Source: an optimization exercise on an open RTL-to-GDS flow (aim: small area). Production flows keep margins and buffers that such runs may drop. Function was checked by simulation only, so behaviour that the tests miss may differ from the original. The clock input has no modelled driver; a real chip could not lean on it and would need a root buffer or a full tree. No activity file was given, so power comes from the tool's default toggle rates.

==> run C <==
==> flow/design.v <==
module vgx_rxcheck (
    input             clk,
    input             rst,           
    input             rx_valid,      
    input      [2:0]  rx_kind,       
    input      [7:0]  rx_data,       
    output reg        v_valid,       
    output     [2:0]  v_code,        
    output     [7:0]  v_type,
    output            v_src,
    output            v_pos,
    output     [7:0]  v_prod,
    output     [7:0]  v_dst,
    output     [4:0]  v_ring,
    output     [9:0]  v_slot,
    output     [15:0] v_epoch,
    output     [31:0] v_seq,
    output     [15:0] v_len,
    output            v_loop,
    output     [6:0]  v_hops,
    output     [31:0] v_crc          
);
    localparam [2:0] V_GOOD = 3'd0, V_RBERR = 3'd1, V_TYPE = 3'd2, V_CRC = 3'd3, V_EFRAME = 3'd4;
    reg        in_frame;
    reg        v_ef;             
    reg [2:0]  s;                
    reg [15:0] c;                
    reg [31:0] crc;              
    reg        rberr;            
    reg        hbad;             
    reg        crcbad;           
    reg [2:0]  h_type;
    reg [1:0]  h_b1;
    reg [7:0]  h_prod;
    reg [6:0]  h_dst;
    reg [7:0]  h_b4;
    reg [4:0]  h_ring;
    reg [1:0]  h_slot_hi;
    reg [15:0] h_epoch;
    reg [31:0] h_seq;
    reg [15:0] h_len;
    reg [7:0]  h_b14;
    function [31:0] crc_tab(input [7:0] d);
        integer i;
        reg [31:0] x;
        begin
            x = {24'd0, d};
            for (i = 0; i < 8; i = i + 1)
                x = x[0] ? ((x >> 1) ^ 32'hEDB8_8320) : (x >> 1);
            crc_tab = x;
        end
    endfunction
    wire is_data  = rx_valid && rx_kind == 3'd0;
    wire is_start = rx_valid && rx_kind == 3'd1;
    wire is_end   = rx_valid && rx_kind != 3'd0;
    wire hdr  = s == 3'd0;
    wire pay  = s == 3'd1;
    wire eq   = c == h_len;
    wire fcsb = (pay && eq) || s == 3'd2 || s == 3'd3 || s == 3'd4;
    wire s_inc = (hdr && c[3:0] == 4'd15) || (pay && eq) || (s >= 3'd2 && s <= 3'd5);
    wire [7:0]  x   = crc[7:0] ^ rx_data;
    wire [31:0] tg  = crc_tab(fcsb ? 8'd0 : x);
    wire [31:0] crc_next = {fcsb ? rx_data : tg[31:24], crc[31:8] ^ tg[23:0]};
    wire [7:0] d = rx_data;
    wire bad0 = d[7:3] != 5'd0 || d[2:0] == 3'd0;
    wire bad1 = d[7:2] != 6'd0;
    wire bad3 = d[7] || (d[6] && (d[5:2] != 4'd0 || d[1:0] == 2'd3));
    wire bad5 = d[2];
    wire [3:0]  c_lo_inc = c[3:0] + 4'd1;
    wire        c_cy     = c[3:0] == 4'd15 && !hdr;
    wire [11:0] c_hi_inc = c[15:4] + {11'd0, c_cy};
    always @(posedge clk) begin
        if (rst) begin
            in_frame <= 1'b0;
            v_valid  <= 1'b0;
        end else begin
            v_valid  <= in_frame && is_end;
            if (is_start)
                in_frame <= 1'b1;
            else if (is_end)
                in_frame <= 1'b0;
        end
        v_ef <= rx_kind != 3'd2;
        if (is_start) begin
            s   <= 3'd0;
            c   <= 16'd0;
            crc <= 32'hFFFF_FFFF;
        end else if (is_data) begin
            if (s_inc)
                s <= s + 3'd1;
            c <= {c_hi_inc, c_lo_inc};
            if (!(hdr && c[3:1] == 3'b111))
                crc <= crc_next;
            if (fcsb)
                crcbad <= (crcbad && !pay) || x != 8'hFF;
            if (hdr)
                case (c[3:0])
                    4'd0:  begin h_type <= d[2:0]; hbad <= bad0; end
                    4'd1:  begin h_b1 <= d[1:0]; hbad <= hbad || bad1; end
                    4'd2:  h_prod <= d;
                    4'd3:  begin h_dst <= d[6:0]; hbad <= hbad || bad3; end
                    4'd4:  h_b4 <= d;
                    4'd5:  begin h_ring <= d[7:3]; h_slot_hi <= d[1:0]; hbad <= hbad || bad5; end
                    4'd6:  h_epoch[7:0]  <= d;
                    4'd7:  h_epoch[15:8] <= d;
                    4'd8:  h_seq[7:0]    <= d;
                    4'd9:  h_seq[15:8]   <= d;
                    4'd10: h_seq[23:16]  <= d;
                    4'd11: h_seq[31:24]  <= d;
                    4'd12: h_len[7:0]    <= d;
                    4'd13: h_len[15:8]   <= d;
                    4'd14: h_b14 <= d;
                    default: rberr <= d != ~h_b14;
                endcase
        end
    end
    wire [9:0] h_slot = {h_slot_hi, h_b4};
    reg len_ok;
    always @(*) begin
        case (h_type)
            3'd1, 3'd2: len_ok = h_len != 16'd0 && (h_len[15:9] == 7'd0 || h_len == 16'd512);
            3'd3:       len_ok = h_len[15:3] != 13'd0 && (h_len[15:9] == 7'd0 || h_len == 16'd512);
            3'd4:       len_ok = h_len == 16'd32;
            3'd5, 3'd7: len_ok = h_len == 16'd16;
            3'd6:       len_ok = h_len[15:3] != 13'd0 && (!h_len[15] || h_len[14:0] == 15'd0);
            default:    len_ok = 1'b0;
        endcase
    end
    wire end_bad = !len_ok
                || (h_b1[1] && h_b1[0])
                || (!h_b1[1] && h_prod != 8'd0)
                || (h_type != 3'd1 && h_type != 3'd2 && h_slot != 10'd0);
    assign v_code = v_ef                          ? V_EFRAME :
                    hdr                           ? V_TYPE :
                    rberr                         ? V_RBERR :
                    (hbad || end_bad || s != 3'd5) ? V_TYPE :
                    crcbad                        ? V_CRC : V_GOOD;
    assign v_type  = {5'd0, h_type};
    assign v_src   = h_b1[1];
    assign v_pos   = h_b1[0];
    assign v_prod  = h_prod;
    assign v_dst   = {1'b0, h_dst};
    assign v_ring  = h_ring;
    assign v_slot  = h_slot;
    assign v_epoch = h_epoch;
    assign v_seq   = h_seq;
    assign v_len   = h_len;
    assign v_loop  = h_b14[7];
    assign v_hops  = h_b14[6:0];
    assign v_crc   = crc;
endmodule
==> flow/flow/run.sh <==
#!/bin/bash
# The standard layout (standard.sh) with these changes:
#  - synthesis maps the logic with an area-oriented ABC script (flow/area.abc)
#    instead of ORFS's speed script; everything else in the synthesis,
#    including the flip-flop mapping, is the standard flow's own synth_recipe.tcl;
#  - every port gets a buffer as usual, but of the smallest buffer cell;
#  - the clock tree is built by flow/manual_cts.tcl: the clock port drives
#    one root buffer, which drives a few large leaf buffers, each at the
#    centre of an equal share of the flip-flops.
# Each tool's output goes to the ORFS logs under orfs/logs; make's to standard.log.
set -euo pipefail
here=$(pwd)
{
  cat <<TCL
# Area-oriented mapping: swap the script of ORFS's combinational ABC call.
proc abc {args} {
  set i [lsearch -exact \$args -script]
  if {\$i >= 0 && [string match *abc_speed.script [lindex \$args [expr {\$i+1}]]]} {
    lset args [expr {\$i+1}] $here/flow/area.abc
  }
  yosys abc {*}\$args
}
TCL
  cat synth_recipe.tcl
} > my_synth.tcl
sed "s#SYNTH_SCRIPT=[^ ]*#SYNTH_SCRIPT=$here/my_synth.tcl#" standard.sh > my_standard.sh
export BUFFER_PORTS_ARGS="-buffer_cell sky130_fd_sc_hd__buf_1"
export PRE_CTS_TCL=$here/flow/manual_cts.tcl
export MCTS_NLEAF=${MCTS_NLEAF:-5}
export MCTS_LEAF=sky130_fd_sc_hd__clkbuf_16
export MCTS_ROOT=sky130_fd_sc_hd__clkbuf_4
bash my_standard.sh > standard.log 2>&1
==> flow/flow/area.abc <==
&get -n
&st
&dch -f
&nf -a -p -R 1000
&put
==> flow/flow/manual_cts.tcl <==
proc mcts_split {items n} {
  # items: list of {x y iterm}; returns n groups of about equal size
  if {$n <= 1} { return [list $items] }
  set xs [lmap it $items {lindex $it 0}]
  set ys [lmap it $items {lindex $it 1}]
  set dx [expr {[tcl::mathfunc::max {*}$xs] - [tcl::mathfunc::min {*}$xs]}]
  set dy [expr {[tcl::mathfunc::max {*}$ys] - [tcl::mathfunc::min {*}$ys]}]
  set k [expr {$dx >= $dy ? 0 : 1}]
  set sorted [lsort -integer -index $k $items]
  set n1 [expr {$n / 2}]
  set cut [expr {int(round(double([llength $items]) * $n1 / $n))}]
  return [concat [mcts_split [lrange $sorted 0 [expr {$cut-1}]] $n1] \
                 [mcts_split [lrange $sorted $cut end] [expr {$n - $n1}]]]
}

proc manual_clock_tree {nleaf leafcell {rootcell {}}} {
  set db [ord::get_db]
  set block [ord::get_db_block]
  set clknet [[$block findBTerm clk] getNet]
  $clknet setSigType CLOCK
  set items {}
  foreach it [$clknet getITerms] {
    set inst [$it getInst]
    set bb [$inst getBBox]
    lappend items [list [expr {([$bb xMin]+[$bb xMax])/2}] [expr {([$bb yMin]+[$bb yMax])/2}] $it]
  }
  set master [$db findMaster $leafcell]
  set drv $clknet
  if {$rootcell ne {}} {
    set rm [$db findMaster $rootcell]
    set sx 0; set sy 0
    foreach g $items { incr sx [lindex $g 0]; incr sy [lindex $g 1] }
    set root [odb::dbInst_create $block $rm "clkbuf_root"]
    set drv [odb::dbNet_create $block "clknet_root"]
    $drv setSigType CLOCK
    [$root findITerm A] connect $clknet
    [$root findITerm X] connect $drv
    $root setLocation [expr {$sx / [llength $items] - [$rm getWidth]/2}] [expr {$sy / [llength $items]}]
    $root setPlacementStatus PLACED
  }
  set i 0
  foreach grp [mcts_split $items $nleaf] {
    set sx 0; set sy 0
    foreach g $grp { incr sx [lindex $g 0]; incr sy [lindex $g 1] }
    set cx [expr {$sx / [llength $grp]}]; set cy [expr {$sy / [llength $grp]}]
    set buf [odb::dbInst_create $block $master "clkbuf_leaf_$i"]
    set net [odb::dbNet_create $block "clknet_leaf_$i"]
    $net setSigType CLOCK
    foreach g $grp { set it [lindex $g 2]; $it disconnect; $it connect $net }
    [$buf findITerm A] connect $drv
    [$buf findITerm X] connect $net
    $buf setLocation [expr {$cx - [$master getWidth]/2}] $cy
    $buf setPlacementStatus PLACED
    puts "manual_clock_tree: $leafcell clkbuf_leaf_$i drives [llength $grp] flip-flops at ($cx, $cy)"
    incr i
  }
  set_propagated_clock [all_clocks]
}

# ORFS's cts.tcl calls clock_tree_synthesis; build the tree above instead.
proc clock_tree_synthesis {args} {
  manual_clock_tree $::env(MCTS_NLEAF) $::env(MCTS_LEAF) $::env(MCTS_ROOT)
}
==> flow/standard.sh <==
#!/bin/bash
# synth_recipe.tcl (not shown) runs the flow's synth.tcl, then flattens the netlist and writes it again
# the make line also repeats each setting of config.mk as NAME=value (left out here)
make -C /OpenROAD-flow-scripts/flow DESIGN_CONFIG=/design/flow/config.mk WORK_HOME=/design/flow/orfs CLKGATE_MAP_FILE= SYNTH_SCRIPT=/design/flow/synth_recipe.tcl "${@:-finish}"
==> flow/config.mk <==
export PLATFORM = sky130hd
export DESIGN_NAME = vgx_rxcheck
export DESIGN_NICKNAME = vgx_rxcheck
export VERILOG_FILES = /design/flow/design.v
export SDC_FILE = /design/flow/constraint.sdc
export NUM_CORES = 4
export LEC_CHECK = 0
export CAP_MARGIN = 20
export CORE_MARGIN = 2
export CORE_UTILIZATION = 60
export SLEW_MARGIN = 20
==> flow/constraint.sdc <==
create_clock -name core_clock -period 5.0 [get_ports {clk}]
set_input_delay 1.0000 -clock core_clock [delete_from_list [all_inputs] [get_ports {clk}]]
set_output_delay 1.0000 -clock core_clock [all_outputs]
set_load 0.01 [all_outputs]
==> inputs of run X, as changes to run C <==
--- a/flow/flow/run.sh
+++ b/flow/flow/run.sh
@@ -24,9 +24,10 @@
   cat synth_recipe.tcl
 } > my_synth.tcl
 sed "s#SYNTH_SCRIPT=[^ ]*#SYNTH_SCRIPT=$here/my_synth.tcl#" standard.sh > my_standard.sh
+export REMOVE_ABC_BUFFERS=1
 export BUFFER_PORTS_ARGS="-buffer_cell sky130_fd_sc_hd__buf_1"
 export PRE_CTS_TCL=$here/flow/manual_cts.tcl
-export MCTS_NLEAF=${MCTS_NLEAF:-5}
-export MCTS_LEAF=sky130_fd_sc_hd__clkbuf_16
-export MCTS_ROOT=sky130_fd_sc_hd__clkbuf_4
+export MCTS_NLEAF=${MCTS_NLEAF:-6}
+export MCTS_LEAF=sky130_fd_sc_hd__buf_12
+export MCTS_ROOT=sky130_fd_sc_hd__clkbuf_2
 bash my_standard.sh > standard.log 2>&1
==> flow/config.mk (replaced) <==
export PLATFORM = sky130hd
export DESIGN_NAME = vgx_rxcheck
export DESIGN_NICKNAME = vgx_rxcheck
export VERILOG_FILES = /design/flow/design.v
export SDC_FILE = /design/flow/constraint.sdc
export NUM_CORES = 4
export LEC_CHECK = 0
export CAP_MARGIN = 0
export CORE_MARGIN = 2
export CORE_UTILIZATION = 70
export GPL_TIMING_DRIVEN = 0
export PLACE_DENSITY = 0.75
export SLEW_MARGIN = 0
==> comparison table <==
Outcome: run C complete, no violations; run X complete, no violations
Switching power as a share of total power: run C 40.2%; run X 40.6%
Vias: run C 5,052; run X 5,091
Met3 Usage GRT: run C 3.88%; run X 4.95%
Sequential portion of the cell area: run C 56.0%; run X 56.8%
Detailed-routed wire length on met2: run C 7510 um; run X 7790 um
Transition time at the pin with the least slew margin: run C 0.764 ns; run X 1.25 ns
Number of diodes: run C 1; run X 0
Global-route track usage on met2: run C 41.2%; run X 49.3%
Signed area change from the synthesized netlist to the final layout: run C 13.9%; run X 12.3%
Tightest slew margin relative to the limit: run C 48.9%; run X 16.3%
HPWL after DPL: run C 11,200 um; run X 10,700 um
First-iteration detailed-routing DRC count: run C 341; run X 345
Number of cell rows: run C 39; run X 36
Gpl congestion: run C 0.902; run X 0.902
Final critical-path share of the clock period: run C 88.9%; run X 91.5%
Detail Route met3 WL: run C 1080 um; run X 1530 um
Net Sw Power: run C 1.93 mW; run X 1.95 mW
Ratio of routed vias to standard cells: run C 5.77; run X 5.96
No run of this note takes its clock network from TritonCTS; it comes from the design's own scripts or RTL.

[afterwards: timing with drivers on the ports]
Ports are ideal in the flow. The routed layouts listed here were re-timed in OpenROAD.
Step 1: set_driving_cell puts a clkbuf_16 on clk and a buf_2 on each other input, an assumption about the parent block.
Step 2 times the ports against the registers' clock, not the clock port: input delays grow and output delays shrink by t, the midpoint of the rising clock arrivals with the driver on.
Slacks: ideal / step 1 / step 2; pairs: ideal / step 1.
| run | shift t [ns] | slack for setup (ns) | hold slack, ns | slew at the worst register clock pin (ns) |
|---|---|---|---|---|
| run C | 0.530 | 0.556 / 0.522 / 1.052 | 0.487 / 0.487 / 0.487 | 0.12 / 0.12 |
| run X | 0.657 | 0.426 / 0.393 / 0.575 | 0.474 / 0.474 / 0.474 | 0.12 / 0.12 |
After both steps setup and hold are still met in every run listed.
